This is an optimization exercise on Yosys and OpenROAD, whose aim is small area, a short achievable clock period and few clock cycles, not a production implementation. Only simulation tests tie the RTL to the original design; equivalence was not proved.

File: flow/config.mk
export PLATFORM = sky130hd
export DESIGN_NAME = anvil_gcm
export DESIGN_NICKNAME = anvil_gcm
export VERILOG_FILES = /design/flow/design.v
export SDC_FILE = /design/flow/constraint.sdc
export NUM_CORES = 8
export LEC_CHECK = 0
export CAP_MARGIN = 40
export CORE_MARGIN = 2
export CORE_UTILIZATION = 62
export SLEW_MARGIN = 40
File: flow/standard.sh
#!/bin/bash
# synth_recipe.tcl (not shown) runs the flow's synth.tcl, then flattens the netlist and writes it again
# the make line also repeats each setting of config.mk as NAME=value (left out here)
make -C /OpenROAD-flow-scripts/flow DESIGN_CONFIG=/design/flow/config.mk WORK_HOME=/design/flow/orfs CLKGATE_MAP_FILE= SYNTH_SCRIPT=/design/flow/synth_recipe.tcl "${@:-finish}"
File: flow/flow/run.sh
#!/bin/bash
set -euo pipefail
here=$(pwd)
rm -rf "$here/scripts"
cp -r "$FLOW_HOME/scripts" "$here/scripts"
cp "$here/flow/abc_map.script" "$here/scripts/abc_speed.script"
bash standard.sh SCRIPTS_DIR="$here/scripts" SETUP_SLACK_MARGIN=8.0 finish \
    > standard.log 2>&1
File: flow/constraint.sdc
create_clock -name core_clock -period 12.0 [get_ports {clk}]
set_input_delay 2.4000 -clock core_clock [delete_from_list [all_inputs] [get_ports {clk}]]
set_output_delay 2.4000 -clock core_clock [all_outputs]
set_load 0.01 [all_outputs]
File: flow/flow/abc_map.script
strash
ifraig
scorr
dc2
strash
&get -n
&dch -f
&nf
&put
File: flow/design.v
module aes_sbox_hi (
    input  wire [7:0] a,
    output wire [3:0] m       
);
    wire U0 = a[7], U1 = a[6], U2 = a[5], U3 = a[4], U4 = a[3], U5 = a[2], U6 = a[1], U7 = a[0];
    wire T1 = U0 ^ U3;
    wire T2 = U0 ^ U5;
    wire T3 = U0 ^ U6;
    wire T4 = U3 ^ U5;
    wire T5 = U4 ^ U6;
    wire T6 = T1 ^ T5;
    wire T7 = U1 ^ U2;
    wire T8 = U7 ^ T6;
    wire T9 = U7 ^ T7;
    wire T10 = T6 ^ T7;
    wire T11 = U1 ^ U5;
    wire T12 = U2 ^ U5;
    wire T13 = T3 ^ T4;
    wire T14 = T6 ^ T11;
    wire T15 = T5 ^ T11;
    wire T16 = T5 ^ T12;
    wire T17 = T9 ^ T16;
    wire T18 = U3 ^ U7;
    wire T19 = T7 ^ T18;
    wire T20 = T1 ^ T19;
    wire T21 = U6 ^ U7;
    wire T22 = T7 ^ T21;
    wire T23 = T2 ^ T22;
    wire T24 = T2 ^ T10;
    wire T25 = T20 ^ T17;
    wire T26 = T3 ^ T16;
    wire T27 = T1 ^ T12;
    wire M1 = T13 & T6;
    wire M2 = T23 & T8;
    wire M3 = T14 ^ M1;
    wire M4 = T19 & U7;
    wire M5 = M4 ^ M1;
    wire M6 = T3 & T16;
    wire M7 = T22 & T9;
    wire M8 = T26 ^ M6;
    wire M9 = T20 & T17;
    wire M10 = M9 ^ M6;
    wire M11 = T1 & T15;
    wire M12 = T4 & T27;
    wire M13 = M12 ^ M11;
    wire M14 = T2 & T10;
    wire M15 = M14 ^ M11;
    wire M16 = M3 ^ M2;
    wire M17 = M5 ^ T24;
    wire M18 = M8 ^ M7;
    wire M19 = M10 ^ M15;
    wire M20 = M16 ^ M13;
    wire M21 = M17 ^ M15;
    wire M22 = M18 ^ M13;
    wire M23 = M19 ^ T25;
    assign m = {M20, M21, M22, M23};
endmodule
module aes_sbox_inv (
    input  wire [3:0] m,      
    output wire [3:0] v       
);
    wire M20 = m[3], M21 = m[2], M22 = m[1], M23 = m[0];
    wire M24 = M22 ^ M23;
    wire M25 = M22 & M20;
    wire M26 = M21 ^ M25;
    wire M27 = M20 ^ M21;
    wire M28 = M23 ^ M25;
    wire M29 = M28 & M27;
    wire M30 = M26 & M24;
    wire M31 = M20 & M23;
    wire M32 = M27 & M31;
    wire M33 = M27 ^ M25;
    wire M34 = M21 & M22;
    wire M35 = M24 & M34;
    wire M36 = M24 ^ M25;
    wire M37 = M21 ^ M29;
    wire M38 = M32 ^ M33;
    wire M39 = M23 ^ M30;
    wire M40 = M35 ^ M36;
    assign v = {M37, M38, M39, M40};
endmodule
module aes_sbox_lo (
    input  wire [7:0] a,
    input  wire [3:0] v,      
    output wire [7:0] y
);
    wire U0 = a[7], U1 = a[6], U2 = a[5], U3 = a[4], U4 = a[3], U5 = a[2], U6 = a[1], U7 = a[0];
    wire T1 = U0 ^ U3;
    wire T2 = U0 ^ U5;
    wire T3 = U0 ^ U6;
    wire T4 = U3 ^ U5;
    wire T5 = U4 ^ U6;
    wire T6 = T1 ^ T5;
    wire T7 = U1 ^ U2;
    wire T8 = U7 ^ T6;
    wire T9 = U7 ^ T7;
    wire T10 = T6 ^ T7;
    wire T11 = U1 ^ U5;
    wire T12 = U2 ^ U5;
    wire T13 = T3 ^ T4;
    wire T14 = T6 ^ T11;
    wire T15 = T5 ^ T11;
    wire T16 = T5 ^ T12;
    wire T17 = T9 ^ T16;
    wire T18 = U3 ^ U7;
    wire T19 = T7 ^ T18;
    wire T20 = T1 ^ T19;
    wire T21 = U6 ^ U7;
    wire T22 = T7 ^ T21;
    wire T23 = T2 ^ T22;
    wire T24 = T2 ^ T10;
    wire T25 = T20 ^ T17;
    wire T26 = T3 ^ T16;
    wire T27 = T1 ^ T12;
    wire M37 = v[3], M38 = v[2], M39 = v[1], M40 = v[0];
    wire M41 = M38 ^ M40;
    wire M42 = M37 ^ M39;
    wire M43 = M37 ^ M38;
    wire M44 = M39 ^ M40;
    wire M45 = M42 ^ M41;
    wire M46 = M44 & T6;
    wire M47 = M40 & T8;
    wire M48 = M39 & U7;
    wire M49 = M43 & T16;
    wire M50 = M38 & T9;
    wire M51 = M37 & T17;
    wire M52 = M42 & T15;
    wire M53 = M45 & T27;
    wire M54 = M41 & T10;
    wire M55 = M44 & T13;
    wire M56 = M40 & T23;
    wire M57 = M39 & T19;
    wire M58 = M43 & T3;
    wire M59 = M38 & T22;
    wire M60 = M37 & T20;
    wire M61 = M42 & T1;
    wire M62 = M45 & T4;
    wire M63 = M41 & T2;
    wire L0 = M61 ^ M62;
    wire L1 = M50 ^ M56;
    wire L2 = M46 ^ M48;
    wire L3 = M47 ^ M55;
    wire L4 = M54 ^ M58;
    wire L5 = M49 ^ M61;
    wire L6 = M62 ^ L5;
    wire L7 = M46 ^ L3;
    wire L8 = M51 ^ M59;
    wire L9 = M52 ^ M53;
    wire L10 = M53 ^ L4;
    wire L11 = M60 ^ L2;
    wire L12 = M48 ^ M51;
    wire L13 = M50 ^ L0;
    wire L14 = M52 ^ M61;
    wire L15 = M55 ^ L1;
    wire L16 = M56 ^ L0;
    wire L17 = M57 ^ L1;
    wire L18 = M58 ^ L8;
    wire L19 = M63 ^ L4;
    wire L20 = L0 ^ L1;
    wire L21 = L1 ^ L7;
    wire L22 = L3 ^ L12;
    wire L23 = L18 ^ L2;
    wire L24 = L15 ^ L9;
    wire L25 = L6 ^ L10;
    wire L26 = L7 ^ L9;
    wire L27 = L8 ^ L10;
    wire L28 = L11 ^ L14;
    wire L29 = L11 ^ L17;
    assign y[7] = L6 ^ L24;
    assign y[6] = ~(L16 ^ L26);
    assign y[5] = ~(L19 ^ L28);
    assign y[4] = L6 ^ L21;
    assign y[3] = L20 ^ L22;
    assign y[2] = L25 ^ L29;
    assign y[1] = ~(L13 ^ L27);
    assign y[0] = ~(L6 ^ L23);
endmodule
module aes_sbox (
    input  wire [7:0] a,
    output wire [7:0] y
);
    wire [3:0] m, v;
    aes_sbox_hi  u_hi  (.a(a), .m(m));
    aes_sbox_inv u_inv (.m(m), .v(v));
    aes_sbox_lo  u_lo  (.a(a), .v(v), .y(y));
endmodule
module aes_lane (
    input  wire         clk,
    input  wire         load,
    input  wire [127:0] pin,
    input  wire [127:0] rk,
    output wire [127:0] ks
);
    reg [127:0] sS;
    reg [127:0] uR;
    reg [63:0]  mR;
    function [7:0] xtime(input [7:0] b);
        xtime = {b[6:0], 1'b0} ^ (b[7] ? 8'h1b : 8'h00);
    endfunction
    wire [127:0] mc;
    genvar gi;
    generate
        for (gi = 0; gi < 4; gi = gi + 1) begin : g_mix
            wire [7:0] a0 = sS[127-32*gi -: 8];
            wire [7:0] a1 = sS[119-32*gi -: 8];
            wire [7:0] a2 = sS[111-32*gi -: 8];
            wire [7:0] a3 = sS[103-32*gi -: 8];
            assign mc[127-32*gi -: 8] = xtime(a0) ^ xtime(a1) ^ a1 ^ a2 ^ a3;
            assign mc[119-32*gi -: 8] = a0 ^ xtime(a1) ^ xtime(a2) ^ a2 ^ a3;
            assign mc[111-32*gi -: 8] = a0 ^ a1 ^ xtime(a2) ^ xtime(a3) ^ a3;
            assign mc[103-32*gi -: 8] = xtime(a0) ^ a0 ^ a1 ^ a2 ^ xtime(a3);
        end
    endgenerate
    wire [127:0] u = (load ? pin : mc) ^ rk;
    wire [63:0] mid;
    wire [127:0] sb;
    generate
        for (gi = 0; gi < 16; gi = gi + 1) begin : g_sb
            wire [3:0] v;
            aes_sbox_hi  u_hi  (.a(u[127-8*gi -: 8]), .m(mid[63-4*gi -: 4]));
            aes_sbox_inv u_inv (.m(mR[63-4*gi -: 4]), .v(v));
            aes_sbox_lo  u_lo  (.a(uR[127-8*gi -: 8]), .v(v), .y(sb[127-8*gi -: 8]));
        end
    endgenerate
    wire [127:0] sr;
    generate
        for (gi = 0; gi < 16; gi = gi + 1) begin : g_shift
            localparam integer R = gi % 4;
            localparam integer C = gi / 4;
            localparam integer SRC = 4 * ((C + R) % 4) + R;
            assign sr[127-8*gi -: 8] = sb[127-8*SRC -: 8];
        end
    endgenerate
    always @(posedge clk) begin
        uR <= u;
        mR <= mid;
        sS <= sr;
    end
    assign ks = sS ^ rk;
endmodule
module aes_keysched (
    input  wire         clk,
    input  wire         load,       
    input  wire [255:0] key,
    input  wire         adv,        
    input  wire         mode256,
    input  wire [3:0]   step,       
    output wire [127:0] rk
);
    reg [255:0] win;    
    reg [31:0]  gR;     
    reg [15:0]  gV;     
    reg [7:0]   rcR;    
    assign rk = win[255:128];
    wire [31:0] last_w   = mode256 ? win[31:0] : win[159:128];
    wire        sub_only = mode256 & step[0];
    wire [3:0]  rc_idx   = mode256 ? {1'b0, step[3:1]} : step;
    reg  [7:0]  rcon;
    always @(*) begin
        case (rc_idx)
            4'd0: rcon = 8'h01;
            4'd1: rcon = 8'h02;
            4'd2: rcon = 8'h04;
            4'd3: rcon = 8'h08;
            4'd4: rcon = 8'h10;
            4'd5: rcon = 8'h20;
            4'd6: rcon = 8'h40;
            4'd7: rcon = 8'h80;
            4'd8: rcon = 8'h1b;
            4'd9: rcon = 8'h36;
            default: rcon = 8'h00;
        endcase
    end
    wire [31:0] g_in = sub_only ? last_w : {last_w[23:0], last_w[31:24]};
    wire [15:0] g_v;
    wire [31:0] g_sub;
    genvar gi;
    generate
        for (gi = 0; gi < 4; gi = gi + 1) begin : g_ks
            wire [3:0] m;
            aes_sbox_hi  u_hi  (.a(g_in[31-8*gi -: 8]), .m(m));
            aes_sbox_inv u_inv (.m(m), .v(g_v[15-4*gi -: 4]));
            aes_sbox_lo  u_lo  (.a(gR[31-8*gi -: 8]), .v(gV[15-4*gi -: 4]),
                                .y(g_sub[31-8*gi -: 8]));
        end
    endgenerate
    wire [31:0] q0 = win[255:224] ^ {rcR, 24'h0};
    wire [31:0] q1 = q0 ^ win[223:192];
    wire [31:0] q2 = q1 ^ win[191:160];
    wire [31:0] q3 = q2 ^ win[159:128];
    wire [127:0] new_words = {q0 ^ g_sub, q1 ^ g_sub, q2 ^ g_sub, q3 ^ g_sub};
    always @(posedge clk) begin
        gR  <= g_in;
        gV  <= g_v;
        rcR <= sub_only ? 8'h00 : rcon;
        if (load)
            win <= key;
        else if (adv)
            win <= mode256 ? {win[127:0], new_words} : {new_words, win[127:0]};
    end
endmodule
module ghash_mul #(
    parameter integer D     = 16,       
    parameter integer NCOPY = 4
) (
    input  wire [127:0]          z,
    input  wire [D*NCOPY-1:0]    dg,
    input  wire [127:0]          h,
    output reg  [127:0]          z_next
);
    localparam integer NCH = 128 / D;
    function [6:0] cm4(input [3:0] a, input [3:0] b);
        integer i;
        begin
            cm4 = 7'h0;
            for (i = 0; i < 4; i = i + 1)
                if (a[i]) cm4 = cm4 ^ ({3'b0, b} << i);
        end
    endfunction
    function [14:0] km8(input [7:0] a, input [7:0] b);
        reg [6:0] l, u, m;
        begin
            l = cm4(a[3:0], b[3:0]);
            u = cm4(a[7:4], b[7:4]);
            m = cm4(a[3:0] ^ a[7:4], b[3:0] ^ b[7:4]) ^ l ^ u;
            km8 = {8'b0, l} ^ ({8'b0, m} << 4) ^ ({8'b0, u} << 8);
        end
    endfunction
    function [30:0] km16(input [15:0] a, input [15:0] b);
        reg [14:0] l, u, m;
        begin
            l = km8(a[7:0], b[7:0]);
            u = km8(a[15:8], b[15:8]);
            m = km8(a[7:0] ^ a[15:8], b[7:0] ^ b[15:8]) ^ l ^ u;
            km16 = {16'b0, l} ^ ({16'b0, m} << 8) ^ ({16'b0, u} << 16);
        end
    endfunction
    function [62:0] km32(input [31:0] a, input [31:0] b);
        reg [30:0] l, u, m;
        begin
            l = km16(a[15:0], b[15:0]);
            u = km16(a[31:16], b[31:16]);
            m = km16(a[15:0] ^ a[31:16], b[15:0] ^ b[31:16]) ^ l ^ u;
            km32 = {32'b0, l} ^ ({32'b0, m} << 16) ^ ({32'b0, u} << 32);
        end
    endfunction
    reg [127:0]     hp, zp, r;
    reg [D-1:0]     dp;
    reg [127+D:0]   t;
    reg [2*D-2:0]   pr;
    integer k, c;
    always @(*) begin
        for (k = 0; k < 128; k = k + 1) begin
            hp[k] = h[127-k];
            zp[k] = z[127-k];
        end
        t = {zp, {D{1'b0}}};
        for (c = 0; c < NCH; c = c + 1) begin
            for (k = 0; k < D; k = k + 1)
                dp[k] = dg[D*((c*NCOPY)/NCH) + D - 1 - k];
            if (D == 32)
                pr = km32(dp, hp[D*c +: D]);
            else
                pr = km16(dp, hp[D*c +: D]);
            t = t ^ ({{(129-D){1'b0}}, pr} << (D*c));
        end
        r = t[127:0];
        for (k = 128; k < 128 + D; k = k + 1)
            if (t[k]) r = r ^ (128'h87 << (k - 128));
        for (k = 0; k < 128; k = k + 1)
            z_next[k] = r[127-k];
    end
endmodule
module anvil_gcm (
    input  wire         clk,
    input  wire         rst,
    input  wire         start,
    input  wire [255:0] key,
    input  wire         key_256,
    input  wire [95:0]  iv,
    input  wire         decrypt,
    output reg          idle,
    input  wire         in_valid,
    output reg          in_ready,
    input  wire [127:0] in_data,
    input  wire         in_aad,
    input  wire [4:0]   in_bytes,
    input  wire         in_last,
    output reg          out_valid,
    output reg  [127:0] out_data,
    output reg          tag_valid,
    output reg  [127:0] tag
);
    localparam integer LANES  = 3;            
    localparam integer D      = 32;           
    localparam integer BATCH  = 30;           
    localparam integer GSTEPS = 128 / D;      
    localparam integer GLOAD  = (LANES >= 3) ? 1 : 0;
    localparam integer NG     = 2;            
    localparam integer NE     = NG * LANES;   
    localparam integer EW     = (NE > 8) ? 4 : (NE > 4) ? 3 : 2;    
    reg [255:0] key_r;
    reg         k256_r;
    reg [95:0]  iv_r;
    reg         dec_r;
    reg [127:0] h_r;
    reg [127:0] ej0_r;
    reg [13:0]  len_a;           
    reg [13:0]  len_c;           
    wire acc_start = start & idle;
    reg  open;                   
    wire acc_in    = in_valid & in_ready;
    reg  [4:0]  bc;              
    reg         batch0;          
    reg  [10:0] cb;              
    reg         push_a, push_b;  
    reg         pushed_a;        
    reg         ld_a;            
    reg  [LANES-1:0] ld;         
    reg         at28, at29;      
    reg         k_adv;           
    reg         k_ld;            
    reg  [3:0]  kstep;           
    wire [4:0]  bc_n   = (acc_start | (bc == BATCH - 1)) ? 5'd0 : bc + 5'd1;
    wire        k256_n = acc_start ? key_256 : k256_r;
    wire [4:0]  l0_n   = k256_n ? 5'd0 : 5'd8;           
    wire [4:0]  rel_n  = bc_n - l0_n;
    wire [127:0] rk;
    aes_keysched u_ks (
        .clk(clk), .load(~open | k_ld), .key(open ? key_r : key),
        .adv(k_adv), .mode256(k256_r), .step(kstep), .rk(rk)
    );
    wire [128*LANES-1:0] ks;
    wire        cb_we  = acc_start | at29;
    wire [10:0] cb_new = acc_start ? 11'd0
                                   : cb + (pushed_a ? LANES : 0) + (push_b ? LANES : 0);
    always @(posedge clk)
        if (cb_we)
            cb <= cb_new;
    genvar gl;
    generate
        for (gl = 0; gl < LANES; gl = gl + 1) begin : g_lane
            reg [10:0] c_a, c_b;
            always @(posedge clk)
                if (cb_we) begin
                    c_a <= cb_new + gl;
                    c_b <= cb_new + LANES + gl;
                end
            wire [127:0] p = ld_a ? ((batch0 && gl == 0) ? 128'h0 : {iv_r, 21'h0, c_a})
                                  : {iv_r, 21'h0, c_b};
            aes_lane u_lane (.clk(clk), .load(ld[gl]), .pin(p), .rk(rk),
                             .ks(ks[128*gl +: 128]));
        end
    endgenerate
    reg [127:0] fe [0:NE-1];
    reg [EW-1:0] rp;             
    reg  [1:0]   wp;             
    reg [EW:0]   cnt;            
    wire [127:0] head = fe[rp];
    wire        pop   = acc_in & ~in_aad;
    wire        push  = push_a | push_b;
    wire [EW:0] cnt_n = acc_start ? {(EW+1){1'b0}}
                                  : (cnt - {{EW{1'b0}}, pop} + (push ? LANES : 0)
                                     - ((push_a & batch0) ? 2 : 0));
    wire        batch0_n = acc_start | (batch0 & ~at29);
    reg  [127:0] z;
    reg  [127:0] x;
    reg  [4*D-1:0] dg;           
    reg  [3:0]   gcnt;           
    reg          zfirst;         
    reg          first;          
    reg          fin;            
    reg          lenph;          
    reg          hready;
    reg          tag_done;       
    wire [127:0] z_next;
    ghash_mul #(.D(D), .NCOPY(4)) u_gh (
        .z(zfirst ? 128'h0 : z), .dg(dg), .h(h_r), .z_next(z_next)
    );
    reg [127:0] in_mask;
    integer b;
    always @(*) begin
        for (b = 0; b < 16; b = b + 1)
            in_mask[127-8*b -: 8] = (b < in_bytes) ? 8'hff : 8'h00;
    end
    wire [127:0] text_out = (in_data ^ head) & in_mask;
    wire [127:0] gh_in    = (in_aad | dec_r) ? (in_data & in_mask) : text_out;
    wire         g_last   = (gcnt == 4'd1);
    reg  [4:0]   len_b;          
    reg          len_av, len_cv; 
    wire [127:0] len_blk  = {47'h0, len_a, 3'b000, 47'h0, len_c, 3'b000};
    wire         ld_len   = fin & ((GLOAD == 0) ? g_last : (gcnt == 4'd0));
    wire [127:0] s_cur    = (first & ~ld_len) ? 128'h0 : ((GLOAD == 0 && g_last) ? z_next : z);
    reg          x_free;         
    wire [127:0] x_ld     = s_cur ^ (ld_len ? len_blk : gh_in);
    reg [3:0] gcnt_n;
    reg       fin_n, lenph_n, open_n, hready_n;
    always @(*) begin
        if (acc_in | ld_len)
            gcnt_n = GSTEPS;
        else if (gcnt != 4'd0)
            gcnt_n = gcnt - 4'd1;
        else
            gcnt_n = 4'd0;
        fin_n    = acc_in ? in_last : (ld_len ? 1'b0 : fin);
        lenph_n  = ld_len ? 1'b1 : ((g_last & lenph) ? 1'b0 : lenph);
        open_n   = acc_start ? 1'b1 : ((acc_in & in_last) ? 1'b0 : open);
        hready_n = acc_start ? 1'b0 : (hready | (batch0 & at28));
    end
    always @(posedge clk) begin
        if (rst) begin
            idle      <= 1'b1;
            in_ready  <= 1'b0;
            out_valid <= 1'b0;
            tag_valid <= 1'b0;
            tag_done  <= 1'b0;
            open      <= 1'b0;
            hready    <= 1'b0;
            gcnt      <= 4'd0;
            fin       <= 1'b0;
            lenph     <= 1'b0;
            first     <= 1'b0;
            cnt       <= {(EW+1){1'b0}};
            rp        <= {EW{1'b0}};
            wp        <= 2'd0;
            bc        <= 5'd0;
            batch0    <= 1'b0;
            push_a    <= 1'b0;
            push_b    <= 1'b0;
            len_a     <= 14'd0;
            len_c     <= 14'd0;
            len_av    <= 1'b0;
            len_cv    <= 1'b0;
        end else begin
            out_valid <= pop;
            tag_done  <= g_last & lenph;
            tag_valid <= tag_done;
            open   <= open_n;
            hready <= hready_n;
            gcnt   <= gcnt_n;
            fin    <= fin_n;
            lenph  <= lenph_n;
            cnt    <= cnt_n;
            batch0 <= batch0_n;
            bc     <= bc_n;
            x_free   <= (gcnt_n <= 1 - GLOAD);
            in_ready <= open_n & hready_n & (gcnt_n <= 1 - GLOAD) & ~fin_n & ~lenph_n
                        & (cnt_n != 0);
            push_a <= ~acc_start & (bc_n == 5'd28) & (cnt_n <= NE - LANES);
            push_b <= ~acc_start & (bc_n == 5'd29) & push_a &
                      (cnt_n <= NE - LANES);
            if (acc_start)
                idle <= 1'b0;
            else if (acc_in & in_last)
                idle <= 1'b1;
            if (acc_start) begin
                rp <= 2;
                wp <= 2'd0;
            end else begin
                if (at28)
                    pushed_a <= push_a;
                if (push)
                    wp <= (wp == NG - 1) ? 2'd0 : wp + 2'd1;
                if (pop)
                    rp <= (rp == NE - 1) ? {EW{1'b0}} : rp + 1'b1;
            end
            if (acc_start)
                first <= 1'b1;
            else if (acc_in)
                first <= 1'b0;
            len_av <= acc_in & in_aad;
            len_cv <= acc_in & ~in_aad;
            if (len_av)
                len_a <= len_a + {9'h0, len_b};
            else if (len_cv)
                len_c <= len_c + {9'h0, len_b};
            else if (ld_len) begin
                len_a <= 14'd0;
                len_c <= 14'd0;
            end
        end
    end
    integer e;
    always @(posedge clk) begin
        ld_a  <= (bc_n == l0_n);
        ld    <= {LANES{(bc_n == l0_n) | (bc_n == l0_n + 5'd1)}};
        at28  <= (bc_n == 5'd28);
        at29  <= (bc_n == 5'd29);
        k_adv <= bc_n[0] & (bc_n > l0_n) & (bc_n < 5'd28);
        k_ld  <= (bc_n == BATCH - 1) | (~k256_n & (bc_n == 5'd7));
        kstep <= rel_n[4:1];
        if (~open) begin
            key_r  <= key;
            k256_r <= key_256;
            iv_r   <= iv;
            dec_r  <= decrypt;
        end
        if (batch0 & at28) begin
            h_r   <= ks[127:0];
            ej0_r <= ks[255:128];
        end
        out_data <= text_out;
        len_b    <= in_bytes;
        tag      <= z ^ ej0_r;
        for (e = 0; e < NE; e = e + 1)
            if (push & (wp == (e / LANES)))
                fe[e] <= ks[128*(e % LANES) +: 128];
        zfirst <= acc_in | ld_len;
        if (x_free | ld_len) begin
            x  <= x_ld;
            dg <= {4{x_ld[D-1:0]}};
        end else begin
            x  <= {{D{1'b0}}, x[127:D]};
            dg <= {4{x[2*D-1:D]}};
        end
        if (gcnt != 4'd0)
            z <= z_next;
    end
endmodule
==> notes.md, run 1 <==
status=timing/DRC/antenna clean; Yosys cell types=67; max_cap viols=0; post-synthesis cell area=about 0.22 mm²; worst reg2reg startpoint=dg[95]$_DFF_P_; synth warn=5; Crit. Startpoint=dg[95]$_DFF_P_; number of synthesized flops with an enable pin=1,569; Die Ht=about 600 µm; Slew Viols, Final=0; most common cell after layout, fill and taps aside=xnor2_1; DR vias=between 150k and 200k; share of layout cells above drive strength 1=about 11%; CTS sink count=3,301; area delta synth->final=18.6%; post-synthesis sequential area ratio=approximately 37%; IO buf count=between 700 and 800; Max clock buf depth=4; RD Place Congestion=about 1.2; unrepaired setup endpoints after global routing=yes; Fin. Hold Viols=0; router iterations before antenna repair=14; Synth Register Bits=~3,300; drt total wl=roughly 1,000,000 µm; ANT nets after route=0; share of the synthesized area in the top cell type=between 20% and 30%; Met1 Wirelength=320,000 µm; CTS H-tree lvls=5; CTS tree=done; Final min period=4.18 ns; die area=between 0.3 and 0.4 mm²; final setup TNS=0 ns; via density per instance=approximately 6.3; initial antenna violation count=approximately 120; critical setup path kind=flop to flop; skew final=between 0.08 and 0.09 ns; critical path peak fanout=21; Synth Net Count=22,300; initial DRC count=about 30,000; post-DP HPWL=slightly below 800,000 µm; Nets=roughly 24,000; finished layout cell area=roughly 0.26 mm²; commonest cells after routing, fill and taps aside=xnor2_1, xor2_1, nor2_1; CP Data Required Time=~13 ns; Reg area=0.0823 mm²; number of fillers in the final layout=roughly 25,000; total global-route track usage=between 50% and 60%; worst-margin pin slew=1.09 ns; metal2 WL=around 400,000 µm; DRC violations left=0; Async S/R FF share, synth=0%; predominant post-synthesis flop cell=dfxtp_1; nature of the critical path startpoint=flop; Post-CTS Hold Fix Bufs=0; Avg Synthesized Cell Area=10.2 µm²; Arrival @ worst endpoint=between 4 and 5 ns; CTS clock-pin slew for the worst setup and hold paths=around 0.060 ns; Hold Crit Start=ej0_r[58]$_DFFE_PP_; core box area=~0.36 mm²; Tcrit/Tclk final=34.8%; initial core utilization=62.3%; met3 WL=about 150,000 µm; relative slew slack=a little over a quarter; Die Span X=about 600 µm; routed len/inst=34.7 µm; CP Capture Type=flop; multi-input combinational cell area=around 0.15 mm²; # setup viols final=0; worst skew pair latency=1.05 ns; Max Used Layer=met5; CTS Buf Count=~350; number of global-route vias before repair=around 170k; cells after synthesis=between 20,000 and 25,000; largest net degree at the start of global routing=about 120; CTS root buffer=clkbuf_16; total grt overflow=0; first-pass GRT wire length=approximately 1,300,000 µm; placed cell area=roughly 0.24 mm²; Hold Path Class=flop to flop; Max Fclk=approximately 0.24 GHz; Synth area leaders=xnor2_1, edfxtp_1, dfxtp_1; Synth area leader=xnor2_1; Core Rows=roughly 220; I/O pin count=approximately 750
[routing by layer]
metal	up-vias	track usage, %
li1	75900	-
met1	86700	59.8
met2	15100	73.6
met3	4237	22.8
met4	56	53.0
met5	-	0.225
[worst max-delay path: stages (launching register included)]
cell     delay [ns]
dfxtp_2        0.43
buf_8          0.24
xnor2_4        0.67
nor2_1         0.12
xnor2_1        0.18
xnor2_1        0.54
xor2_4         0.43
xnor2_1        0.17
xnor2_2        0.47
xnor2_1        0.18
xnor3_1        0.42
[worst paths after layout]
check	end	slack (ns)	cells past startpoint
worst max-delay path	z[0]$_DFFE_PN_	7.82	10
worst min-delay path	tag[58]$_DFF_P_	0.44	1
worst max register to register	z[0]$_DFFE_PN_	7.82	10
worst min register to register	tag[58]$_DFF_P_	0.44	1
[kinds of logic (layout without fill, tap and decap cells)]
group | Yosys count | in the layout | synth area share [%]
mux | 391 | 391 | 1.92
compound gates | 2390 | 2390 | 6.80
simple gates | 5019 | 5024 | 9.48
fa+ha+maj | 138 | 138 | 0.805
buf+inv | 453 | 2665 | 0.767
other cells | 0 | 97 | 0
flops | 3301 | 3301 | 36.9
xor+xnor | 9983 | 9984 | 43.4
[flip-flops by register name, summed over array words and instances (netlist names), 31 cells and up]
register and flops:
g_lane.u_lane.sS 384, tag 128, fe 768, u_ks.win 256, g_lane.u_lane.uR 384, u_ks.gR 32
out_data 128, ej0_r 128, iv_r 96, h_r 128, z 128, g_lane.c_b 31
x 96, g_lane.u_lane.mR 192, key_r 256, dg 32
[synthesized netlist by cell type, types with 16 or more instances]
| master | number |
|---|---|
| xnor2_1 | 6002 |
| xor2_1 | 3350 |
| nor2_1 | 2110 |
| nand2_1 | 1955 |
| dfxtp_1 | 1732 |
| edfxtp_1 | 1569 |
| a21oi_1 | 690 |
| o21ai_0 | 643 |
| xnor3_1 | 573 |
| clkinv_1 | 453 |
| nand2b_1 | 337 |
| mux2_1 | 271 |
| a22oi_1 | 236 |
| nor2b_1 | 192 |
| ha_1 | 130 |
| a222oi_1 | 128 |
| mux2i_1 | 120 |
| nor3_1 | 117 |
| nand3_1 | 107 |
| a31oi_1 | 99 |
| o211ai_1 | 89 |
| a21o_1 | 83 |
| and2_0 | 61 |
| xor3_1 | 58 |
| a211oi_1 | 56 |
| o21a_1 | 53 |
| and3_1 | 51 |
| a32oi_1 | 48 |
| a22o_1 | 46 |
| o22ai_1 | 44 |
| o221ai_1 | 39 |
| a21boi_0 | 26 |
| or2_0 | 25 |
| a221o_1 | 17 |
| or3_1 | 16 |
[timing repair]
action	4_1_cts	5_1_grt
pin swaps	49	80
endpoints found under the setup margin	843	327
cloned	9	3
buffers inserted	152	203
gates resized for setup	1444	543
[per-stage QoR]
| stage | util, % | instances | setup slack (ns) | hold slack [ns] |
|---|---|---|---|---|
| after detailed placement | 67.6 | 27600 | 5.61 | 0.430 |
| after floorplan | - | 21700 | -2.53 | 0.414 |
| after CTS | 72.3 | 28400 | 7.93 | 0.442 |
| after global placement | 67.1 | 27600 | 5.73 | 0.428 |
| final | 73.9 | 28700 | 7.82 | 0.439 |
| after global routing | 73.9 | 28700 | 7.75 | 0.452 |
[final cells by class]
class                   count  share of cell area, %
multi-input cells       17900                   55.4
flip-flops and latches   3301                   31.3
repair buffers           1548                   5.71
clock buffers             469                   3.79
well taps                4751                   2.26
clock inverters           195                  0.823
inverters                 453                  0.658
diodes                     97                 0.0923
Testbench counts, summed over its fixed seeds: cycles 42,398.
==> run 2, diff against run 1 <==
==> flow/flow/run.sh (replaced) <==
#!/bin/bash
set -euo pipefail
here=$(pwd)
rm -rf "$here/scripts"
cp -r "$FLOW_HOME/scripts" "$here/scripts"
cp "$here/flow/abc_map.script" "$here/scripts/abc_speed.script"
bash standard.sh SCRIPTS_DIR="$here/scripts" SETUP_SLACK_MARGIN=7.8 finish \
    > standard.log 2>&1
--- a/flow/config.mk
+++ b/flow/config.mk
@@ -8,4 +8,4 @@
 export CAP_MARGIN = 40
 export CORE_MARGIN = 2
-export CORE_UTILIZATION = 62
+export CORE_UTILIZATION = 55
 export SLEW_MARGIN = 40
==> notes.md, run 2 <==
xor/xnor share of the synthesized area=43.4% (unchanged); predominant post-synthesis flop cell=dfxtp_1 (unchanged); nature of the critical path startpoint=flop (unchanged); largest net degree at the start of global routing=135 (was 117); critical path peak fanout=23 (was 21); area delta synth->final=16.8% (was 18.6%); DRC violations left=0 (unchanged); first-pass GRT wire length=1,300,000 µm (was 1,330,000 µm); FF-to-FF End=z[82]$_DFFE_PN_ (was z[0]$_DFFE_PN_); Avg Synthesized Cell Area=10.2 µm² (unchanged); Largest Register=fe (unchanged); Post-CTS Hold Fix Bufs=0 (unchanged); share of layout cells above drive strength 1=8.07% (was 11.1%); reg-to-reg slack, setup=7.58 ns (was 7.82 ns); Nets=24,000 (was 24,200); initial core utilization=55.2% (was 62.3%); relative slew slack=29.5% (was 27.2%); critical setup path kind=flop to flop (unchanged); router iterations before antenna repair=10 (was 14); initial DRC count=24,800 (was 29,200); Hold Path Class=flop to flop (unchanged); worst-margin pin slew=1.05 ns (was 1.09 ns); CTS H-tree lvls=5 (unchanged); top-count cell post-synth=xnor2_1 (unchanged); worst reg2reg startpoint=dg[107]$_DFF_P_ (was dg[95]$_DFF_P_); post-synthesis cell area=0.222 mm² (unchanged); RD Place Congestion=1.14 (was 1.16); CTS Buf Count=365 (was 354); total global-route track usage=46.2% (was 53.0%); synth warn=5 (unchanged); CP Data Required Time=12.77 ns (was 12.73 ns); max reg flops=768 (unchanged); total grt overflow=0 (unchanged); worst skew pair latency=1.10 ns (was 1.05 ns); share of the synthesized area in the top cell type=23.7% (unchanged); CP Capture Type=flop (unchanged); max_cap viols=0 (unchanged); initial antenna violation count=139 (was 123); Arrival @ worst endpoint=5.20 ns (was 4.91 ns); via density per instance=5.98 (was 6.33); I/O pin count=753 (unchanged); CTS root buffer=clkbuf_16 (unchanged); Die Span X=639 µm (was 602 µm); post-DP HPWL=781,000 µm (was 773,000 µm); Synth Area in Simple Gates=9.48% (unchanged); Final min period=4.42 ns (was 4.18 ns); core box area=0.402 mm² (was 0.356 mm²); cells after synthesis=21,700 (unchanged); Synth top cells by count=xnor2_1, xor2_1, nor2_1 (unchanged); Synth area leaders=xnor2_1, edfxtp_1, dfxtp_1 (unchanged); number of fillers in the final layout=33,400 (was 24,500); Hold Crit Start=ej0_r[90]$_DFFE_PP_ (was ej0_r[58]$_DFFE_PP_); compound-cell area share of the yosys netlist=6.80% (unchanged); final core occ=64.4% (was 73.9%); commonest cells after routing, fill and taps aside=xnor2_1, xor2_1, nor2_1 (unchanged); Yosys cell types=67 (unchanged); most common cell after layout, fill and taps aside=xnor2_1 (unchanged); Core Rows=233 (was 219); status=timing/DRC/antenna clean (unchanged); Synth Register Bits=3,301 (unchanged); DR vias=174,000 (was 182,000); die area=0.408 mm² (was 0.363 mm²); CTS clock-pin slew for the worst setup and hold paths=0.06 ns (about the same); Max Fclk=0.226 GHz (was 0.239 GHz); Async S/R FF share, synth=0% (unchanged); number of synthesized flops with an enable pin=1,569 (unchanged); CTS sink count=3,301 (unchanged); Synth Net Count=22,300 (unchanged); Fin. Hold Viols=0 (unchanged); Worst Hold Path EP=tag[90]$_DFF_P_ (was tag[58]$_DFF_P_); drt total wl=971,000 µm (was 998,000 µm); Slew Viols, Final=0 (unchanged); Tcrit/Tclk final=36.9% (was 34.8%); number of global-route vias before repair=163,000 (was 170,000); Synth area leader=xnor2_1 (unchanged); post-synthesis sequential area ratio=36.9% (unchanged); R2R depth=11 (was 10); routed len/inst=33.4 µm (was 34.7 µm); IO buf count=752 (unchanged); ANT nets after route=0 (unchanged); mux cell area share after synthesis=1.92% (unchanged); largest registers=fe: 768 flops, g_lane.u_lane.sS: 384 flops, g_lane.u_lane.uR: 384 flops (unchanged); skew final=0.111 ns (was 0.0802 ns); combinational family with the most area after synthesis=XOR/XNOR gates (unchanged); Die Ht=639 µm (was 602 µm); Hold Crit Depth=1 (unchanged); # setup viols final=0 (unchanged); Max clock buf depth=4 (unchanged); Synth Area in Adders=0.805% (unchanged); unrepaired setup endpoints after global routing=yes (unchanged); CTS tree=done (unchanged)
run 2: changes by cell type in the layout (fill, tap and decap cells not counted), moves of 27 or more:
cell,change
buf_12,-41
buf_2,-65
buf_4,-189
clkdlybuf4s15_1,-52
clkdlybuf4s15_2,-27
dfxtp_1,+75
dfxtp_2,-39
dfxtp_4,-36
dlygate4sd2_1,+163
o21ai_0,+32
xnor2_1,+154
xnor2_2,-134
xor2_1,+98
xor2_2,-86
run 2: cell families (layout without fill, tap and decap cells):
family,after synthesis,in the layout
AOI/OAI and AO/OA,2390,2390
xor gates and xnor gates,9983,9983
and+or+nand+nor,5019,5021
muxes,391,391
adders and majority gates,138,138
DFF,3301,3301
buffers and inverters,453,2446
other,0,115
run 2: worst max path at each step:
| stage | from | to | slack (ns) | cells past startpoint |
|---|---|---|---|---|
| CTS | g_lane[2].u_lane.sS[60]$_DFF_P_ | g_lane[2].u_lane.mR[18]$_DFF_P_ | 7.66 | 11 |
| floorplan | open$_SDFF_PP0_ | u_ks.win[143]$_DFFE_PP_ | -2.53 | 3 |
| global route | g_lane[2].u_lane.sS[61]$_DFF_P_ | g_lane[2].u_lane.mR[20]$_DFF_P_ | 7.64 | 11 |
| detailed placement | start | g_lane[1].c_b[10]$_DFFE_PP_ | 5.70 | 11 |
| finish | dg[107]$_DFF_P_ | z[82]$_DFFE_PN_ | 7.58 | 11 |
| global placement | in_aad | dg[123]$_DFF_P_ | 5.25 | 8 |
run 2: area by class of cell:
| cell class | count | area, µm² | share of cell area (%) |
|---|---|---|---|
| multi-input combinational | 17900 | 143000 | 55.3 |
| sequential | 3301 | 82100 | 31.7 |
| timing repair buffer | 1312 | 12800 | 4.94 |
| clock buffer | 487 | 10200 | 3.92 |
| tap | 5287 | 6620 | 2.55 |
| clock inverter | 194 | 2130 | 0.823 |
| inverter | 453 | 1730 | 0.667 |
| antenna | 115 | 288 | 0.111 |
run 2: timing repair:
item,in CTS,in global routing
cloned,1,1
endpoints found under the setup margin,660,250
buffers inserted,40,59
resized for setup,682,312
pin swaps,15,22
run 2: routing by layer:
metal | wire length (µm) | vias up | share of wire, % | GRT usage [%]
li1 | - | 75600 | - | -
met1 | 343000 | 84100 | 35 | 55.9
met4 | 106000 | 34 | 11 | 41.3
met2 | 393000 | 11500 | 40 | 65.1
met3 | 128000 | 2642 | 13 | 15.7
met5 | 228 | - | 0.023 | 0
run 2: worst max-delay path: stages (launching register included):
cell,delay [ns]
dfxtp_2,0.31
clkbuf_8,0.27
xnor2_4,0.45
buf_4,0.28
nor2_1,0.08
xnor2_1,0.15
xnor2_1,0.16
xnor2_1,0.70
xnor2_1,0.19
xnor2_1,0.58
xnor2_1,0.31
xnor2_2,0.62
run 2: through the flow:
stage | hold WS [ns] | instance area, µm² | TNS, ns | instances | worst slack (ns)
after detailed placement | 0.432 | 242000 | 0 | 28200 | 5.70
after CTS | 0.431 | 256000 | 0 | 28900 | 7.66
after global routing | 0.456 | 259000 | 0 | 29000 | 7.64
final | 0.439 | 259000 | 0 | 29100 | 7.58
after floorplan | 0.414 | 222000 | -534.18 | 21700 | -2.53
after global placement | 0.426 | 240000 | 0 | 28100 | 5.25
==> run 3, diff against run 2 <==
==> flow/flow/run.sh (replaced) <==
#!/bin/bash
set -euo pipefail
here=$(pwd)
rm -rf "$here/scripts"
cp -r "$FLOW_HOME/scripts" "$here/scripts"
cp "$here/flow/abc_map.script" "$here/scripts/abc_speed.script"
bash standard.sh SCRIPTS_DIR="$here/scripts" SETUP_SLACK_MARGIN=8.2 finish \
    > standard.log 2>&1
==> notes.md, run 3 <==
Synth Net Count=22,300 (unchanged); Hold Crit Depth=1 (unchanged); Nets=24,400 (was 24,000); xor/xnor share of the synthesized area=43.4% (unchanged); CP max stage cell=dfxtp_4 (was xnor2_1); RD Place Congestion=1.14 (unchanged); Die Ht=639 µm (unchanged); share of the synthesized area in the top cell type=23.7% (unchanged); initial core utilization=55.2% (unchanged); R2R depth=9 (was 11); CTS sink count=3,301 (unchanged); Synth Area in Simple Gates=9.48% (unchanged); initial DRC count=25,000 (was 24,800); max reg flops=768 (unchanged); area delta synth->final=21.5% (was 16.8%); post-DP HPWL=781,000 µm (unchanged); relative slew slack=26.6% (was 29.5%); Yosys cell types=67 (unchanged); Die Span X=639 µm (unchanged); Buf/Inv on CP=1 (was 2); commonest cells after routing, fill and taps aside=xnor2_1, xor2_1, nor2_1 (unchanged); reg-to-reg slack, setup=7.90 ns (was 7.58 ns); post-synthesis sequential area ratio=36.9% (unchanged); predominant post-synthesis flop cell=dfxtp_1 (unchanged); number of global-route vias before repair=165,000 (was 163,000); status=timing/DRC/antenna clean (unchanged); Max Fclk=0.243 GHz (was 0.226 GHz); Max clock buf depth=4 (unchanged); largest net degree at the start of global routing=135 (unchanged); max_cap viols=0 (unchanged); Slew Viols, Final=0 (unchanged); placed cell area=0.242 mm² (unchanged); crit-path cells=buf_6 (was clkbuf_8 -> xnor2_4 -> buf_4 -> nor2_1 -> xnor2_1 -> xnor2_1 -> xnor2_1 -> xnor2_1 -> xnor2_1 -> xnor2_1 -> xnor2_2); Final min period=4.12 ns (was 4.42 ns); CTS root buffer=clkbuf_16 (unchanged); Core Rows=233 (unchanged); most common cell after layout, fill and taps aside=xnor2_1 (unchanged); met3 Use GR=16.9% (was 15.7%); # setup viols final=0 (unchanged); CTS tree=done (unchanged); total global-route track usage=46.9% (was 46.2%); DRC violations left=0 (unchanged); total grt overflow=0 (unchanged); mux cell area share after synthesis=1.92% (unchanged); Synth top cells by count=xnor2_1, xor2_1, nor2_1 (unchanged); CP Data Required Time=9.60 ns (was 12.77 ns); number of synthesized flops with an enable pin=1,569 (unchanged); CTS Buf Count=365 (unchanged); post-synthesis cell area=0.222 mm² (unchanged); Critical Path Max Stage Delay=0.49 ns (was 0.70 ns); CTS H-tree lvls=5 (unchanged); Synth Register Bits=3,301 (unchanged); cells after synthesis=21,700 (unchanged); top-count cell post-synth=xnor2_1 (unchanged); Avg Synthesized Cell Area=10.2 µm² (unchanged); initial antenna violation count=123 (was 139); core box area=0.402 mm² (unchanged); DR vias=177,000 (was 174,000); worst skew pair latency=1.08 ns (was 1.10 ns); Largest Register=fe (unchanged); met2 Track Usage GR=66.1% (was 65.1%); first-pass GRT wire length=1,320,000 µm (was 1,300,000 µm); number of fillers in the final layout=32,100 (was 33,400); I/O pin count=753 (unchanged); die area=0.408 mm² (unchanged); critical setup path kind=flop to primary output (was flop to flop); router iterations before antenna repair=10 (unchanged); Crit path max-delay family=flip-flops (was XOR/XNOR gates); worst reg2reg startpoint=h_r[41]$_DFFE_PP_ (was dg[107]$_DFF_P_); FF-to-FF End=z[38]$_DFFE_PN_ (was z[82]$_DFFE_PN_); skew final=0.0961 ns (was 0.111 ns); IO buf count=752 (unchanged); synth warn=5 (unchanged); Fin. Hold Viols=0 (unchanged); Hold Crit Start=ej0_r[90]$_DFFE_PP_ (unchanged); Post-CTS Hold Fix Bufs=0 (unchanged); global routing's busiest layer=met2 (unchanged); nature of the critical path startpoint=flop (unchanged); CP Capture Type=primary output (was flop); Worst Hold Path EP=tag[90]$_DFF_P_ (unchanged); critical path peak fanout=1 (was 23); M1 GR Usage=56.0% (was 55.9%); routed len/inst=33.6 µm (was 33.4 µm); Crit. Startpoint=out_data[13]$_DFF_P_ (was dg[107]$_DFF_P_); Synth area leader=xnor2_1 (unchanged); finished layout cell area=0.270 mm² (was 0.259 mm²); share of layout cells above drive strength 1=14.4% (was 8.07%); largest registers=fe: 768 flops, g_lane.u_lane.sS: 384 flops, g_lane.u_lane.uR: 384 flops (unchanged); unrepaired setup endpoints after global routing=yes (unchanged); Synth area leaders=xnor2_1, edfxtp_1, dfxtp_1 (unchanged); Tcrit/Tclk final=34.3% (was 36.9%); combinational family with the most area after synthesis=XOR/XNOR gates (unchanged); drt total wl=990,000 µm (was 971,000 µm); Synth Area in Adders=0.805% (unchanged); Hold Path Class=flop to flop (unchanged); via density per instance=5.99 (was 5.98); worst-margin pin slew=1.10 ns (was 1.05 ns); Async S/R FF share, synth=0% (unchanged); CTS clock-pin slew for the worst setup and hold paths=0.06 ns (about the same); compound-cell area share of the yosys netlist=6.80% (unchanged); ANT nets after route=0 (unchanged); Arrival @ worst endpoint=1.72 ns (was 5.20 ns)
## run 3: cell counts after synthesis
Identical to the previous run, type by type.
## run 3: worst max path at each step
stage | end | cells past startpoint
3_3_place_gp | dg[123]$_DFF_P_ | 8
2_1_floorplan | u_ks.win[143]$_DFFE_PP_ | 3
4_1_cts | out_data[13] | 1
5_1_grt | out_data[13] | 1
3_5_place_dp | g_lane[1].c_b[10]$_DFFE_PP_ | 11
6_report | out_data[13] | 1
## run 3: stage by stage
stage,hold WS (ns),setup TNS (ns),worst slack (ns),utilization [%],cells
finish,0.433,0,7.88,67.0,29500
global route,0.449,0,7.93,67.0,29500
CTS,0.431,0,7.90,65.2,29100
detailed placement,0.432,0,5.70,60.1,28200
global placement,0.426,0,5.25,59.6,28100
floorplan,0.414,-534.18,-2.53,-,21700
## run 3: timing repair
action / in CTS / in global routing
setup endpoints to repair: 1025 / 719
cloned: 7 / 6
gates resized for setup: 2503 / 735
pin swaps: 102 / 147
setup buffers: 287 / 254
## run 3: area by class of cell
type	instances	area (µm²)	area share [%]
multi-input combinational	17900	148000	55.0
inverter	453	1750	0.648
tap	5287	6620	2.45
antenna	98	245	0.0910
timing repair buffer	1771	17800	6.61
clock buffer	487	10200	3.77
sequential	3301	82600	30.6
clock inverter	194	2130	0.791
## run 3: metal layers
metal,vias to the layer above,part of all wire [%]
li1,76400,-
met1,85600,35
met2,11900,40
met3,2973,14
met4,32,11
met5,-,0.022
## run 3: cells by family after synthesis
family | after synthesis
AO/OA/AOI/OAI | 2390
XOR/XNOR | 9983
adder cells (fa/ha/maj) | 138
buffers and inverters | 453
flip-flops | 3301
multiplexers | 391
AND/OR/NAND/NOR | 5019
==> run 4, diff against run 3 <==
--- a/flow/design.v
+++ b/flow/design.v
@@ -413,5 +413,4 @@
     reg  [4:0]  bc;              
     reg         batch0;          
-    reg  [10:0] cb;              
     reg         push_a, push_b;  
     reg         pushed_a;        
@@ -433,9 +432,5 @@
     wire [128*LANES-1:0] ks;
     wire        cb_we  = acc_start | at29;
-    wire [10:0] cb_new = acc_start ? 11'd0
-                                   : cb + (pushed_a ? LANES : 0) + (push_b ? LANES : 0);
-    always @(posedge clk)
-        if (cb_we)
-            cb <= cb_new;
+    wire [10:0] cb_inc = (pushed_a ? LANES : 0) + (push_b ? LANES : 0);
     genvar gl;
     generate
@@ -444,6 +439,6 @@
             always @(posedge clk)
                 if (cb_we) begin
-                    c_a <= cb_new + gl;
-                    c_b <= cb_new + LANES + gl;
+                    c_a <= acc_start ? gl : c_a + cb_inc;
+                    c_b <= acc_start ? LANES + gl : c_b + cb_inc;
                 end
             wire [127:0] p = ld_a ? ((batch0 && gl == 0) ? 128'h0 : {iv_r, 21'h0, c_a})
==> flow/flow/run.sh (replaced) <==
#!/bin/bash
set -euo pipefail
here=$(pwd)
rm -rf "$here/scripts"
cp -r "$FLOW_HOME/scripts" "$here/scripts"
cp "$here/flow/abc_map.script" "$here/scripts/abc_speed.script"
bash standard.sh SCRIPTS_DIR="$here/scripts" SETUP_SLACK_MARGIN=8.0 finish \
    > standard.log 2>&1
--- a/flow/config.mk
+++ b/flow/config.mk
@@ -8,4 +8,4 @@
 export CAP_MARGIN = 40
 export CORE_MARGIN = 2
-export CORE_UTILIZATION = 55
+export CORE_UTILIZATION = 62
 export SLEW_MARGIN = 40
==> notes.md, run 4 <==
dpl ws=5.91 ns (was 5.70 ns); predominant post-synthesis flop cell=dfxtp_1 (unchanged); Yosys cell types=66 (was 67); CTS tree=done (unchanged); worst reg2reg startpoint=gcnt[0]$_SDFF_PP0_ (was h_r[41]$_DFFE_PP_); finished layout cell area=0.264 mm² (was 0.270 mm²); Nets=24,200 (was 24,400); Synth top cells by count=xnor2_1, xor2_1, nor2_1 (unchanged); max reg flops=768 (unchanged); # setup viols final=0 (unchanged); CP Data Required Time=12.81 ns (was 9.60 ns); DR vias=181,000 (was 177,000); placed cell area=0.242 mm² (about the same); Die Ht=603 µm (was 639 µm); Die Span X=603 µm (was 639 µm); largest net degree at the start of global routing=154 (was 135); Async S/R FF share, synth=0% (unchanged); initial antenna violation count=116 (was 123); CTS root buffer=clkbuf_16 (unchanged); area delta synth->final=18.4% (was 21.5%); worst skew pair latency=1.08 ns (about the same); synth warn=5 (unchanged); CTS clock-pin slew for the worst setup and hold paths=0.07 ns (was 0.06 ns); share of layout cells above drive strength 1=10.8% (was 14.4%); nature of the critical path startpoint=flop (unchanged); Synth Register Bits=3,306 (was 3,301); Worst Hold Path EP=tag[33]$_DFF_P_ (was tag[90]$_DFF_P_); critical path peak fanout=118 (was 1); routed len/inst=34.3 µm (was 33.6 µm); core box area=0.358 mm² (was 0.402 mm²); Tcrit/Tclk final=38.8% (was 34.3%); final core occ=73.6% (was 67.0%); CTS Buf Count=354 (was 365); DRC violations left=0 (unchanged); post-DP HPWL=766,000 µm (was 781,000 µm); Synth area leader=xnor2_1 (unchanged); post-synthesis sequential area ratio=36.8% (was 36.9%); Hold Crit Depth=1 (unchanged); IO buf count=752 (unchanged); post-synthesis cell area=0.223 mm² (was 0.222 mm²); Avg Synthesized Cell Area=10.2 µm² (about the same); Largest Register=fe (unchanged); max_cap viols=1 (was 0); Synth Net Count=22,400 (was 22,300); CP Capture Type=flop (was primary output); Core Rows=220 (was 233); worst-margin pin slew=1.72 ns (was 1.10 ns); Max Fclk=0.215 GHz (was 0.243 GHz); fin worst setup slack=7.34 ns (was 7.88 ns); CTS sink count=3,306 (was 3,301); total grt overflow=0 (unchanged); R2R depth=9 (unchanged); reg-to-reg slack, setup=7.34 ns (was 7.90 ns); share of the synthesized area in the top cell type=23.3% (was 23.7%); Synth area leaders=xnor2_1, edfxtp_1, dfxtp_1 (unchanged); drt total wl=988,000 µm (was 990,000 µm); skew final=0.124 ns (was 0.0961 ns); cells after synthesis=21,700 (about the same); Blocking Checks=max-capacitance violations, max-slew violations; Hold Path Class=flop to flop (unchanged); Final min period=4.66 ns (was 4.12 ns); relative slew slack=-14.5% (was 26.6%); total global-route track usage=52.6% (was 46.9%); router iterations before antenna repair=13 (was 10); commonest cells after routing, fill and taps aside=xnor2_1, xor2_1, nor2_1 (unchanged); RD Place Congestion=1.15 (was 1.14); largest registers=fe: 768 flops, g_lane.u_lane.sS: 384 flops, g_lane.u_lane.uR: 384 flops (unchanged); initial DRC count=28,400 (was 25,000); die area=0.364 mm² (was 0.408 mm²); initial core utilization=62.2% (was 55.2%); critical setup path kind=flop to flop (was flop to primary output); Max clock buf depth=4 (unchanged); most common cell after layout, fill and taps aside=xnor2_1 (unchanged); I/O pin count=753 (unchanged); number of synthesized flops with an enable pin=1,574 (was 1,569); ANT nets after route=0 (unchanged); Arrival @ worst endpoint=5.47 ns (was 1.72 ns); Slew Viols, Final=2 (was 0); unrepaired setup endpoints after global routing=yes (unchanged); top-count cell post-synth=xnor2_1 (unchanged); first-pass GRT wire length=1,330,000 µm (was 1,320,000 µm); CTS H-tree lvls=5 (unchanged); number of global-route vias before repair=170,000 (was 165,000); via density per instance=6.28 (was 5.99); Hold Crit Start=ej0_r[33]$_DFFE_PP_ (was ej0_r[90]$_DFFE_PP_); Fin. Hold Viols=0 (unchanged); FF-to-FF End=dg[123]$_DFF_P_ (was z[38]$_DFFE_PN_); status=failed layout checks (was timing/DRC/antenna clean)
==> run 4: worst max-delay path: stages (launching register included) <==
cell and delay, ns:
dfxtp_1 0.48, nor4_4 0.14, nand2_2 0.09, buf_4 0.61, nand2b_4 0.45, buf_6 0.37, buf_12 0.23, buf_16 0.28
nor2_2 1.35, a21oi_1 0.08
==> run 4: routing by layer <==
layer | global-route usage [%] | routed length, µm | up-vias
met1 | 59.0 | 320000 | 86300
met3 | 23.3 | 148000 | 3970
li1 | - | - | 76200
met2 | 73.3 | 394000 | 14400
met5 | 0.793 | 350 | -
met4 | 51.9 | 125000 | 30
==> run 4: what timing repair did <==
item | 4_1_cts | 5_1_grt
hold endpoints to repair | 0 | 0
setup buffers | 120 | 163
hold buffers | 0 | 0
pin swaps | 38 | 75
resized for setup | 1403 | 576
setup endpoints to repair | 879 | 508
gates cloned | 6 | 0
==> run 4: layout make-up <==
| class | count | area, µm² |
|---|---|---|
| Fill cell | 25300 | 94500 |
| Tap cell | 4773 | 5970 |
| Inverter | 421 | 1630 |
| Antenna cell | 127 | 318 |
| Sequential cell | 3306 | 82400 |
| Timing Repair Buffer | 1498 | 14600 |
| Multi-Input combinational cell | 18000 | 146000 |
| Clock inverter | 197 | 2590 |
| Clock buffer | 467 | 9890 |
==> run 4: logic make-up (layout without fill, tap and decap cells) <==
family | count (synthesis) | count (layout) | synth area share [%]
and+or+nand+nor | 5093 | 5097 | 9.69
buffers and inverters | 421 | 2583 | 0.710
other | 0 | 127 | 0
AOI/OAI and AO/OA | 2446 | 2446 | 6.94
DFF | 3306 | 3306 | 36.8
xor gates and xnor gates | 9934 | 9934 | 43.1
muxes | 374 | 374 | 1.83
adders and majority gates | 154 | 154 | 0.903
==> run 4: metrics by stage <==
step,hold WS [ns],TNS [ns],cells
6_report,0.437,0,28800
3_3_place_gp,0.427,0,27700
2_1_floorplan,0.414,-527.98,21700
5_1_grt,0.454,0,28700
3_5_place_dp,0.434,0,27700
4_1_cts,0.441,0,28500
==> run 4: worst max-delay path by stage <==
stage / from / endpoint / slack (ns) / cells after the start
2_1_floorplan: open$_SDFF_PP0_ / u_ks.win[170]$_DFFE_PP_ / -2.42 / 3
3_3_place_gp: in_bytes[2] / x[44]$_DFF_P_ / 5.95 / 9
3_5_place_dp: in_aad / x[50]$_DFF_P_ / 5.91 / 10
4_1_cts: ld[0]$_DFF_P_ / g_lane[2].u_lane.mR[34]$_DFF_P_ / 7.86 / 13
5_1_grt: gcnt[0]$_SDFF_PP0_ / dg[123]$_DFF_P_ / 7.61 / 9
6_report: gcnt[0]$_SDFF_PP0_ / dg[123]$_DFF_P_ / 7.34 / 9
Testbench counts of run 4, summed over its fixed seeds: cycles 42,398.

## port drivers added, routing unchanged
Ports are ideal in the flow. The routed layouts listed here were re-timed in OpenROAD. Step 1: set_driving_cell puts a clkbuf_16 on clk and a buf_2 on each other input, an assumption about the parent block. Step 2, shift: input delay + t, output delay - t, t = (earliest + latest rising clock arrival at the registers) / 2. This alone moves slack from input paths to output paths. Slacks: no drivers / after step 1 / after step 2; pairs: no drivers / after step 1.
run | t (ns) | setup slack, ns | worst hold slack (ns) | pins driven straight from the clock port
run 1 | 1.137 | 7.819 / 7.816 / 6.905 | 0.439 / 0.439 / 0.439 | 1
run 2 | 1.141 | 7.576 / 7.576 / 6.687 | 0.439 / 0.439 / 0.439 | 1
run 3 | 1.135 | 7.880 / 7.784 / 7.150 | 0.433 / 0.433 / 0.433 | 1
run 4 | 1.143 | 7.344 / 7.344 / 6.904 | 0.437 / 0.437 / 0.437 | 1
For run 1, which loses most, drivers alone change the setup slack by -0.003 ns; drivers and shift together by -0.914 ns.
